What follows belongs to an exercise in optimizing a design on an open flow for small area and a short achievable clock period; a production flow would make more cautious choices. The RTL was checked by simulation tests, not by an equivalence proof against the original design.

Setup of before:
Design churn_core, start of the top module:
module churn_core (
    input              clk,
    input              rst,           
    input              ce,            
    input              start,         
    input      [12:0]  prog_len,      
    input      [31:0]  budget,        
    input              xbank_sat,     
    input      [63:0]  win_dcn,       
    input      [31:0]  win_count,     
    input      [6:0]   position,      
    output             busy,
    output             done,
    output reg [31:0]  last_cycles,
    output             pm_rd,
    output     [11:0]  pm_addr,
    input      [31:0]  pm_data,
    output             x_rd,
    output     [10:0]  x_addr,
    input      [127:0] x_data,
    output             y_rd,
    output     [12:0]  y_addr,
    input      [95:0]  y_data,
    output             z_rd,
    output     [12:0]  z_raddr,
    input      [127:0] z_rdata,
    output     [3:0]   z_we,
    output     [12:0]  z_waddr,
    output     [127:0] z_wdata,
    output             rec_hdr,
    output     [10:0]  rec_words,
    output     [3:0]   rec_flags,
    output     [15:0]  rec_outno,
  ...
Settings: LEC_CHECK=0, CAP_MARGIN=30, CORE_MARGIN=2, CORE_UTILIZATION=45, SLEW_MARGIN=30; clock period 22.0 ns.
standard.sh (not shown) runs the stock make flow with config.mk's settings and CLKGATE_MAP_FILE= SYNTH_SCRIPT=/design/flow/synth_recipe.tcl, a recipe that flattens the netlist after the stock synthesis.
==> flow/flow/run.sh <==
#!/bin/bash
# Layout: the standard flow (standard synthesis unchanged) in two runs
# of standard.sh, both with the timing repair asked to leave setup slack of
# SETUP_SLACK_MARGIN ns at the design's own clock period and constraints,
# free to resize cells to other footprints, and with buf_2 as the port
# buffer. The second run (global and detailed routing, finish) does not
# clone gates, so its repair adds no load that its slew and capacitance
# repair, which runs before it, has not seen. Each run's make output goes to
# a log of its own; each tool's own log is under orfs/logs.
set -euo pipefail
COMMON=(SETUP_SLACK_MARGIN=11.5 MATCH_CELL_FOOTPRINT=0 'BUFFER_PORTS_ARGS=-buffer_cell sky130_fd_sc_hd__buf_2')
bash standard.sh "${COMMON[@]}" cts > standard_to_cts.log 2>&1
bash standard.sh "${COMMON[@]}" SKIP_GATE_CLONING=1 finish > standard_finish.log 2>&1
before | stages: all done | timing, DRC, antenna: all pass
#### Input delta (after over before)
Settings: CAP_MARGIN changed from 30 to 20; SLEW_MARGIN changed from 30 to 20; CORE_UTILIZATION changed from 45 to 35.
==> flow/flow/run.sh <==
#!/bin/bash
set -euo pipefail
bash standard.sh SETUP_SLACK_MARGIN=12 MATCH_CELL_FOOTPRINT=0 \
    'BUFFER_PORTS_ARGS=-buffer_cell sky130_fd_sc_hd__buf_4' finish > standard_flow.log 2>&1
--- outcome ---
Lower final area goes to before over after. For maximum fanout along the worst path, dividing the value from after by the value from before gives 0.855. The run showing the greater combined area of the multi-input logic cells is after. Register-to-register slack, before and after: larger value in after. | first-pass GRT wire length | higher: after |. [compare] base=before new=after: minimum clock period after layout went up 43 ps; area growth from synthesis to layout saw an increase; global-route track usage on met1 lost 12 points; final-stage net count higher; met2 wire length up 75 mm.


Setup of run A:
Starting RTL as in the previous note.
export LEC_CHECK = 0
export ABC_AREA = 1
export CAP_MARGIN = 30
export CORE_MARGIN = 2
export CORE_UTILIZATION = 45
export SLEW_MARGIN = 30
create_clock -name core_clock -period 22.0 [get_ports {clk}]
==> flow/flow/run.sh <==
#!/bin/bash
# Layout: the standard flow (standard synthesis unchanged) in two runs
# of standard.sh, both with the timing repair asked to leave setup slack of
# SETUP_SLACK_MARGIN ns at the design's own clock period and constraints,
# free to resize cells to other footprints, and with buf_2 as the port
# buffer. The second run (global and detailed routing, finish) does not
# clone gates, so its repair adds no load that its slew and capacitance
# repair, which runs before it, has not seen. Each run's make output goes to
# a log of its own; each tool's own log is under orfs/logs.
set -euo pipefail
COMMON=(SETUP_SLACK_MARGIN=11.5 MATCH_CELL_FOOTPRINT=0 'BUFFER_PORTS_ARGS=-buffer_cell sky130_fd_sc_hd__buf_2')
bash standard.sh "${COMMON[@]}" cts > standard_to_cts.log 2>&1
bash standard.sh "${COMMON[@]}" SKIP_GATE_CLONING=1 finish > standard_finish.log 2>&1
#### Input delta (run B over run A)
==> flow/flow/run.sh <==
#!/bin/bash
set -euo pipefail
bash standard.sh SETUP_SLACK_MARGIN=11.5 MATCH_CELL_FOOTPRINT=0 \
    'BUFFER_PORTS_ARGS=-buffer_cell sky130_fd_sc_hd__buf_2' finish > standard_flow.log 2>&1
-- flow/config.mk --
<<< run A, line 8
export ABC_AREA = 1
>>> run B, line 8
## What came out
[flow] run B | stages: complete | final checks: fail | reason: capacitance limit, slew limit
z_wdata[40] as the end of the critical path was reported by run B, and lane[1].u_lane.acc_s[22]$_SDFF_PP0_ by run A.
Looking at final routed wirelength across all metal layers, run B sits 41000 µm lower than run A does.
Compared with run A, run B has less setup slack.
What run B reported for total met3 wirelength after detailed routing has to be multiplied by 0.899 to get the figure for run A.
Setup changes, run B to run C
==> flow/flow/run.sh <==
#!/bin/bash
# Layout: the standard flow (standard synthesis unchanged) in two runs
# of standard.sh. Up to clock tree synthesis the timing repair is asked to
# leave setup slack of SETUP_SLACK_MARGIN ns at the design's own clock
# period and constraints; after it, routing runs as standard (margin 0), so
# its repair only fixes slew, capacitance and real violations. Cells may be
# resized to other footprints, and ports are buffered with buf_4. Each run's
# make output goes to a log of its own; each tool's log is under orfs/logs.
set -euo pipefail
COMMON=(MATCH_CELL_FOOTPRINT=0 'BUFFER_PORTS_ARGS=-buffer_cell sky130_fd_sc_hd__buf_4')
bash standard.sh "${COMMON[@]}" SETUP_SLACK_MARGIN=11.5 cts > standard_to_cts.log 2>&1
bash standard.sh "${COMMON[@]}" SETUP_SLACK_MARGIN=0 finish > standard_finish.log 2>&1
-- flow/config.mk --
<<< run B, line 8
export CAP_MARGIN = 30
>>> run C, line 8
export CAP_MARGIN = 20
<<< run B, line 10
export CORE_UTILIZATION = 45
export SLEW_MARGIN = 30
>>> run C, line 10
export CORE_UTILIZATION = 35
export SLEW_MARGIN = 20
Findings:
Across run C and run B, no clean finish was achieved.
Run B: all stages done; final checks FAILED (capacitance limit, slew limit).
Compared with run B, run C shows share of the cycle needed by the critical path after routing higher by 0.99 points.
There was hardly any difference in synthesis-to-layout area growth between run B and run C.
Against run B, setup slack in run C came out worse.
Going from run B to run C, via count shrinks by about 3%.
Comparing run C and run B, the lower global-route usage was measured on run C.
In the tables for run C and run B, number of buffers inserted during clock tree synthesis reads lower with run B.
In the flow results for run C and run B, the number of nets at the end of the flow is smaller on run C.
Status: xor and xnor fraction of the mapped netlist area parity (run C, run B)
Setup changes, run C to run D
==> flow/flow/run.sh <==
#!/bin/bash
set -euo pipefail
bash standard.sh SETUP_SLACK_MARGIN=11.5 MATCH_CELL_FOOTPRINT=0 \
    'BUFFER_PORTS_ARGS=-buffer_cell sky130_fd_sc_hd__buf_2' finish > standard_flow.log 2>&1
-- flow/config.mk --
<<< run C, line 8
export CAP_MARGIN = 20
>>> run D, line 8
export CAP_MARGIN = 30
<<< run C, line 11
export SLEW_MARGIN = 20
>>> run D, line 11
export SLEW_MARGIN = 30
### Flow results
The final reports for run D and run C show routed wire length lower in the former.
Run D: PASS, flow complete, no timing, DRC or antenna violations
Sequential cell area delta (run C -> run D): insignificant
Compared to run C, run D has measured slew at the worst slew-check pin 310 ps lower.
Between run D and run C, the instance area at placement is higher for run C.

what the ideal ports hide:
How much do the figures lean on ideal ports? The routed layouts below were timed once more, with nothing changed but the port constraints.
Step 1: set_driving_cell puts a clkbuf_16 on clk and a buf_2 on each other input, an assumption about the parent block.
Step 2 moves the port delays by t, midway between the first and last clock arrival at a register: inputs arrive t later, outputs are due t later. That takes back most of the time a late clock gives input paths.
Three values: ideal, step 1, step 2; two values: the first two.
| run | t (ns) | slack for setup (ns) | worst setup path at the end | cell pins on the clock port's net |
|---|---|---|---|---|
| before | 1.144 | 10.522 / 10.371 / 10.324 | input to register | 1 |
| after | 1.121 | 10.479 / 10.338 / 10.939 | input to register | 1 |
| run A | 1.140 | 11.270 / 11.150 / 10.203 | input to register | 1 |
| run B | 1.147 | 10.496 / 10.352 / 10.431 | input to register | 1 |
| run C | 1.110 | 10.278 / 10.156 / 10.004 | input to register | 1 |
| run D | 1.087 | 10.407 / 10.281 / 10.419 | input to register | 1 |
The setup slack of run A, which loses most, moves by -0.120 ns with the drivers and by -1.067 ns with both steps.
